What follows belongs to an exercise in optimizing a design on an open flow for small area, a short achievable clock period and few clock cycles per item; a production flow would make more cautious choices. Only simulation tests tie the RTL to the original design; equivalence was not proved.

==> inputs of onyx <==
Design lk7_svf, start of the top module:
module lk7_svf (
    input  wire        clk,
    input  wire        rst,
    input  wire        in_valid,
    output wire        in_ready,
    input  wire        in_ch,
    input  wire        in_clr,
    input  wire [1:0]  in_mode,
    input  wire [1:0]  in_nsec,
    input  wire [31:0] in_x,
    input  wire [31:0] in_a1,
    input  wire [31:0] in_a2,
    input  wire [31:0] in_a3,
    input  wire [31:0] in_k,
    output wire        out_valid,
    output wire [31:0] out_y
);
    function [31:0] sat37;
        input [36:0] v;
        begin
            if (v[36:31] == 6'b000000 || v[36:31] == 6'b111111)
                sat37 = v[31:0];
            else if (v[36])
                sat37 = 32'h8000_0000;
            else
                sat37 = 32'h7FFF_FFFF;
        end
    endfunction
    reg        vr;
    reg        f_ch, f_clr;
    reg [1:0]  f_mode, f_nsec;
    reg [31:0] f_x, f_a1, f_a2, f_a3, f_k;
    always @(posedge clk) begin
        vr     <= in_valid;
        f_ch   <= in_ch;
        f_clr  <= in_clr;
        f_mode <= in_mode;
        f_nsec <= in_nsec;
        f_x    <= in_x;
        f_a1   <= in_a1;
        f_a2   <= in_a2;
        f_a3   <= in_a3;
        f_k    <= in_k;
    end
    reg        busy;      
    reg [1:0]  stp;       
    reg        sec;       
    reg        acc;       
    reg        ov_r;
    reg [31:0] oy_r;
    wire go      = ~busy & vr & ~acc;            
    wire act     = busy | go;
    wire pass    = (f_nsec == 2'd0);
    wire lastsec = sec | ~f_nsec[1];
    wire hpn     = f_mode[1];
    wire do_p0   = (stp == 2'd0) & (busy | (go & ~pass));
    wire do_p1   = busy & (stp == 2'd1);
    wire do_p2   = busy & (stp == 2'd2);
    wire sec_end = (do_p1 & ~hpn) | do_p2;
    assign in_ready  = act & (pass | (lastsec & (((stp == 2'd0) & ~hpn) | ((stp == 2'd1) & hpn))));
    assign out_valid = ov_r;
  ...
Settings: LEC_CHECK=0, ABC_AREA=1, CAP_MARGIN=20, CORE_MARGIN=2, CORE_UTILIZATION=40, PLACE_DENSITY=0.6, SLEW_MARGIN=20; clock period 20.0 ns.
run.sh (not shown) runs the stock make flow with config.mk's settings and CLKGATE_MAP_FILE= SYNTH_SCRIPT=/design/flow/synth_recipe.tcl, a recipe that flattens the netlist after the stock synthesis.
==> inputs of nickel, as changes to onyx <==
--- a/flow/config.mk
+++ b/flow/config.mk
@@ -6,5 +6,5 @@
 export NUM_CORES = 4
 export LEC_CHECK = 0
-export ABC_AREA = 1
+export ABC_CLOCK_PERIOD_IN_PS = 6000
 export CAP_MARGIN = 20
 export CORE_MARGIN = 2
==> comparison table <==
|  | onyx | nickel |
|---|---|---|
| Status | complete, no violations | complete, no violations |
| Gpl congestion | 0.999 | 1.03 |
| Arrival time at the worst endpoint | 17.58 ns | 18.76 ns |
| Global-route wire length before repair | 635 mm | 657 mm |
| Number of cells on the worst reg-to-reg path | 54 | 51 |
| Yosys cell types | 60 | 121 |
| Reg-to-Reg Start | stp[1]$_SDFFE_PP0P_ | stp[0]$_SDFFE_PP0P_ |
| Die area | 234000 µm² | 239000 µm² |
| GRT Resource Usage Total | 36.9% | 37.6% |
| Tmin final | 16.96 ns | 18.10 ns |
| Number of nets produced by synthesis | 13574 | 12968 |
| Skew-Pair Late Insertion Delay | 0.81 ns | 0.82 ns |
| Logic inverters | 1824 | 1198 |
| Core area | 229000 µm² | 235000 µm² |
| Detail-routed net length per standard cell | 29.7 µm | 32.5 µm |
| Post-synthesis compound-gate area fraction | 15.1% | 27.0% |
| Routed vias | 89378 | 94157 |
| Total length of routed met3 wires | 49.2 mm | 58.2 mm |
| Cell with the largest stage delay on the worst path | xor2_1 | a2111oi_0 |
| Final worst slack | 3.04 ns | 1.90 ns |
| Via count normalized by instance count | 5.99 | 6.64 |
Testbench counts of onyx, summed over its fixed seeds: cycles 35,549, items 9,600.
Testbench counts of nickel, summed over its fixed seeds: cycles 35,549, items 9,600.

---

==> indigo: inputs <==
Another version of the RTL of lk7_svf (not shown whole).
Settings: LEC_CHECK=0, ABC_AREA=1, CAP_MARGIN=20, CORE_MARGIN=2, CORE_UTILIZATION=40, PLACE_DENSITY=0.6, SLEW_MARGIN=20; clock period 20.0 ns.
standard.sh (not shown) runs the stock make flow with config.mk's settings and CLKGATE_MAP_FILE= SYNTH_SCRIPT=/design/flow/synth_recipe.tcl, a recipe that flattens the netlist after the stock synthesis.
==> flow/flow/run.sh <==
#!/bin/bash
# Own flow: the standard layout (standard.sh) unchanged, except that
# OpenROAD's repair_timing is asked to keep SETUP_SLACK_MARGIN ns of setup
# slack at the design's clock, so that it sizes the critical paths for a
# shorter achieved period.  Clock, constraints and steps are the standard ones.
set -euo pipefail
export SETUP_SLACK_MARGIN=11
bash standard.sh > standard.log 2>&1
==> inputs of delta, as changes to indigo <==
--- a/flow/design.v
+++ b/flow/design.v
@@ -58,11 +58,10 @@
     reg        busy;      
     reg        p0, p1, p2;   
     reg        sec;       
     reg        acc;       
     reg        ov_r;
-    reg        rdy_r;     
     wire go      = ~busy & vr & ~acc;            
     wire act     = busy | go;
     wire pass    = (f_nsec == 2'd0);
     wire lastsec = sec | ~f_nsec[1];
     wire hpn     = f_mode[1];
@@ -70,18 +69,11 @@
     wire do_p1   = p1;
     wire do_p2   = p2;
     wire sec_end = (p1 & ~hpn) | p2;
     wire done    = (go & pass) | (sec_end & lastsec);
     wire busy_n  = do_p0 | (busy & ~done);
-    wire p0_n    = ~do_p0 & (p0 | sec_end);
-    wire p1_n    = do_p0;
-    wire sec_n   = sec_end ? ~lastsec : sec;
-    wire go_n    = ~busy_n & in_valid & ~(rdy_r & in_valid);
-    wire rdy_n   = (busy_n | go_n)
-                 & ((in_nsec == 2'd0)
-                    | ((sec_n | ~in_nsec[1]) & ((p0_n & ~in_mode[1]) | (p1_n & in_mode[1]))));
-    assign in_ready  = rdy_r;
+    assign in_ready  = act & (pass | (lastsec & ((p0 & ~hpn) | (p1 & hpn))));
     assign out_valid = ov_r;
     assign out_y     = xo_r;
     reg [31:0] ic1_q [0:3];
     reg [31:0] ic2_q [0:3];
     wire [1:0]  idx  = {f_ch, sec};
@@ -89,13 +81,13 @@
     wire [31:0] ic2c = ic2_q[idx];
     wire        clr0 = go & f_clr;                
     wire [31:0] ic2g = clr0 ? 32'd0 : ic2c;
     reg  [31:0] dop_r;        
     reg  [31:0] xo_r;         
-    reg  [64:0] c1_r;         
-    reg  [64:0] c2_r;         
-    wire [31:0] v2_r = c2_r[31:0];
+    reg  [63:0] pa_r;         
+    reg  [63:0] pb_r;         
+    wire [31:0] v2_r = pb_r[31:0];
     wire [31:0] xcur = sec ? xo_r : f_x;    
     wire [34:0] v3d;
     wire [32:0] xm;
     wire        g_v3, p_v3, g_xm, p_xm;
     padd35 sub_v3 (.a({{3{xcur[31]}}, xcur}), .b(~{{3{ic2g[31]}}, ic2g}), .cin(1'b1),
@@ -104,54 +96,39 @@
                    .s(xm), .gout(g_xm), .pout(p_xm));
     wire [31:0] v3_n = sat35(v3d);
     wire [15:0] b_one, b_two, b_neg;
     wire [15:0] b_cor;
     benc enc (.b(dop_r), .one(b_one), .two(b_two), .neg(b_neg), .cor(b_cor));
-    reg  [31:0] m1, m2;       
+    wire [31:0] m1 = p2 ? ~f_k : f_a2;
+    wire [31:0] m2 = p0 ? f_a1 : f_a3;
+    wire [64:0] c1 = ({65{p0}} & {{3{ic2g[31]}}, ic2g, 30'h2000_0000})
+                   | ({65{p1}} & {pa_r[63], pa_r})
+                   | ({65{p2}} & {{33{dop_r[31]}}, dop_r});
     wire [64:0] l1 = {65{p2}} & {{2{xm[32]}}, xm, 30'h1FFF_FFFF};
+    wire [64:0] c2 = p0 ? 65'h0_2000_0000 : {pb_r[63], pb_r};
     wire [34:0] r1 = ~{{4{ic1c[31]}}, ic1c[31:1]};
     wire [34:0] r2 = ~{{4{ic2c[31]}}, ic2c[31:1]};
     wire [64:0] s1, s2;
     wire [34:0] z1, z2;
-    bmt1 t1 (.a(m1), .one(b_one), .two(b_two), .neg(b_neg), .c(c1_r), .l(l1),
+    bmt1 t1 (.a(m1), .one(b_one), .two(b_two), .neg(b_neg), .c(c1), .l(l1),
              .r(r1), .e(~ic1c[0]), .s(s1), .z(z1));
-    bmt2 t2 (.a(m2), .one(b_one), .two(b_two), .neg(b_neg), .c(c2_r),
+    bmt2 t2 (.a(m2), .one(b_one), .two(b_two), .neg(b_neg), .c(c2),
              .r(r2), .e(~ic2c[0]), .s(s2), .z(z2));
     wire [31:0] v1_n  = sat35(s1[64:30]);
     wire [31:0] v2_n  = sat35(s2[64:30]);
     wire [31:0] ic1_n = upd(s1[64:30], z1, ic1c[0]);
     wire [31:0] ic2_n = upd(s2[64:30], z2, ic2c[0]);
     wire [31:0] yv    = p2 ? v1_n : (f_mode[0] ? v1_n : v2_n);
     wire        wr0    = do_p1 & (idx == {in_ch, 1'b0});
     wire [31:0] ic1_nr = in_clr ? 32'd0 : (wr0 ? ic1_n : ic1_q[{in_ch, 1'b0}]);
-    wire [31:0] ic2_nr = in_clr ? 32'd0 : (wr0 ? ic2_n : ic2_q[{in_ch, 1'b0}]);
-    wire [31:0] ic2_s1 = ic2_q[{f_ch, 1'b1}];
     integer i;
     always @(posedge clk) begin
         if (do_p0) begin
-            m1 <= f_a2;
-            m2 <= f_a3;
-        end else if (do_p1 & hpn) begin
-            m1 <= ~f_k;
-            m2 <= f_a3;
-        end else if (sec_end & ~lastsec) begin
-            m1 <= f_a2;
-            m2 <= f_a1;
-        end else begin
-            m1 <= in_a2;
-            m2 <= in_a1;
-        end
-        if (do_p0) begin
-            c1_r <= {s2[63], s2[63:0]};
-            c2_r <= {s1[63], s1[63:0]};
-        end else if (do_p1 & hpn) begin
-            c1_r <= {{33{v1_n[31]}}, v1_n};
-            c2_r <= {33'd0, v2_n};
-        end else begin
-            c1_r <= (sec_end & ~lastsec) ? {{3{ic2_s1[31]}}, ic2_s1, 30'h2000_0000}
-                                         : {{3{ic2_nr[31]}}, ic2_nr, 30'h2000_0000};
-            c2_r <= 65'h0_2000_0000;
+            pa_r <= s2[63:0];
+            pb_r <= s1[63:0];
+        end else if (do_p1) begin
+            pb_r[31:0] <= v2_n;
         end
         if ((go & pass) | (do_p0 & ~sec))
             xo_r <= f_x;
         else if (sec_end)
             xo_r <= yv;
@@ -185,20 +162,19 @@
             p1   <= 1'b0;
             p2   <= 1'b0;
             sec  <= 1'b0;
             acc  <= 1'b0;
             ov_r <= 1'b0;
-            rdy_r <= 1'b0;
         end else begin
-            rdy_r <= rdy_n;
             acc  <= in_ready & in_valid;
             ov_r <= done;
             busy <= busy_n;
-            p0   <= p0_n;
-            p1   <= p1_n;
+            p0   <= ~do_p0 & (p0 | sec_end);
+            p1   <= do_p0;
             p2   <= do_p1 & hpn;
-            sec  <= sec_n;
+            if (sec_end)
+                sec <= ~lastsec;
         end
     end
 endmodule
 module benc (
     input  wire [31:0] b,
==> flow/flow/run.sh (replaced) <==
#!/bin/bash
# Own flow: the standard layout (standard.sh) unchanged, except that
# OpenROAD's repair_timing is asked to keep SETUP_SLACK_MARGIN ns of setup
# slack at the design's clock, so that it sizes the critical paths for a
# shorter achieved period.  Clock, constraints and steps are the standard ones.
set -euo pipefail
export SETUP_SLACK_MARGIN=12
bash standard.sh > standard.log 2>&1
==> summary.txt <==
	delta	indigo
Wire length of the first global-routing pass	669.9 mm	641.5 mm
Minimum setup slack among reg-to-reg paths	11.29 ns	10.88 ns
Achievable clock frequency	0.1148 GHz	0.1097 GHz
Bufs w/o clock	1156	656
Number of flip-flops and latches	622	687
Reg-to-reg critical path startpoint	sec	dop_r[23]
RD Place Congestion	1.041	1.048
Most frequent standard cell in the layout excluding fill and tap cells	sky130_fd_sc_hd__inv_1	sky130_fd_sc_hd__nand2_1
Status	finished clean	finished clean
Destination of the worst hold path	ic1_q[1][29]	m1[4]
Slack of the critical path	11.29 ns	10.88 ns
Length of the first detailed-routing pass in iterations	13	12
Inverters, non-clock	1914	1860
Testbench counts of indigo, summed over its fixed seeds: cycles 35,549, items 9,600.
Testbench counts of delta, summed over its fixed seeds: cycles 35,549, items 9,600.

[what the ideal ports hide]
Ports are ideal in the flow. The routed layouts listed here were re-timed in OpenROAD. Step 1 assumes that a clkbuf_16 drives the clock port and a buf_2 every other input. Step 2, shift: input delay + t, output delay - t, t = (earliest + latest rising clock arrival at the registers) / 2. This alone moves slack from input paths to output paths. a / b / c = no drivers / after step 1 / after step 2; a / b = the first two.
| run | shift t [ns] | setup WS [ns] | clock arrival spread, ns | slew at the worst register clock pin (ns) | pins driven straight from the clock port |
|---|---|---|---|---|---|
| onyx | 0.857 | 3.040 / 3.040 / 3.040 | 0.086 / 0.087 | 0.09 / 0.09 | 1 |
| nickel | 0.867 | 1.903 / 1.903 / 1.903 | 0.094 / 0.094 | 0.08 / 0.08 | 1 |
| indigo | 0.886 | 10.881 / 10.881 / 10.881 | 0.088 / 0.088 | 0.08 / 0.08 | 1 |
| delta | 0.839 | 11.292 / 11.292 / 11.292 | 0.132 / 0.133 | 0.09 / 0.09 | 1 |
After both steps every run listed still meets setup and hold.
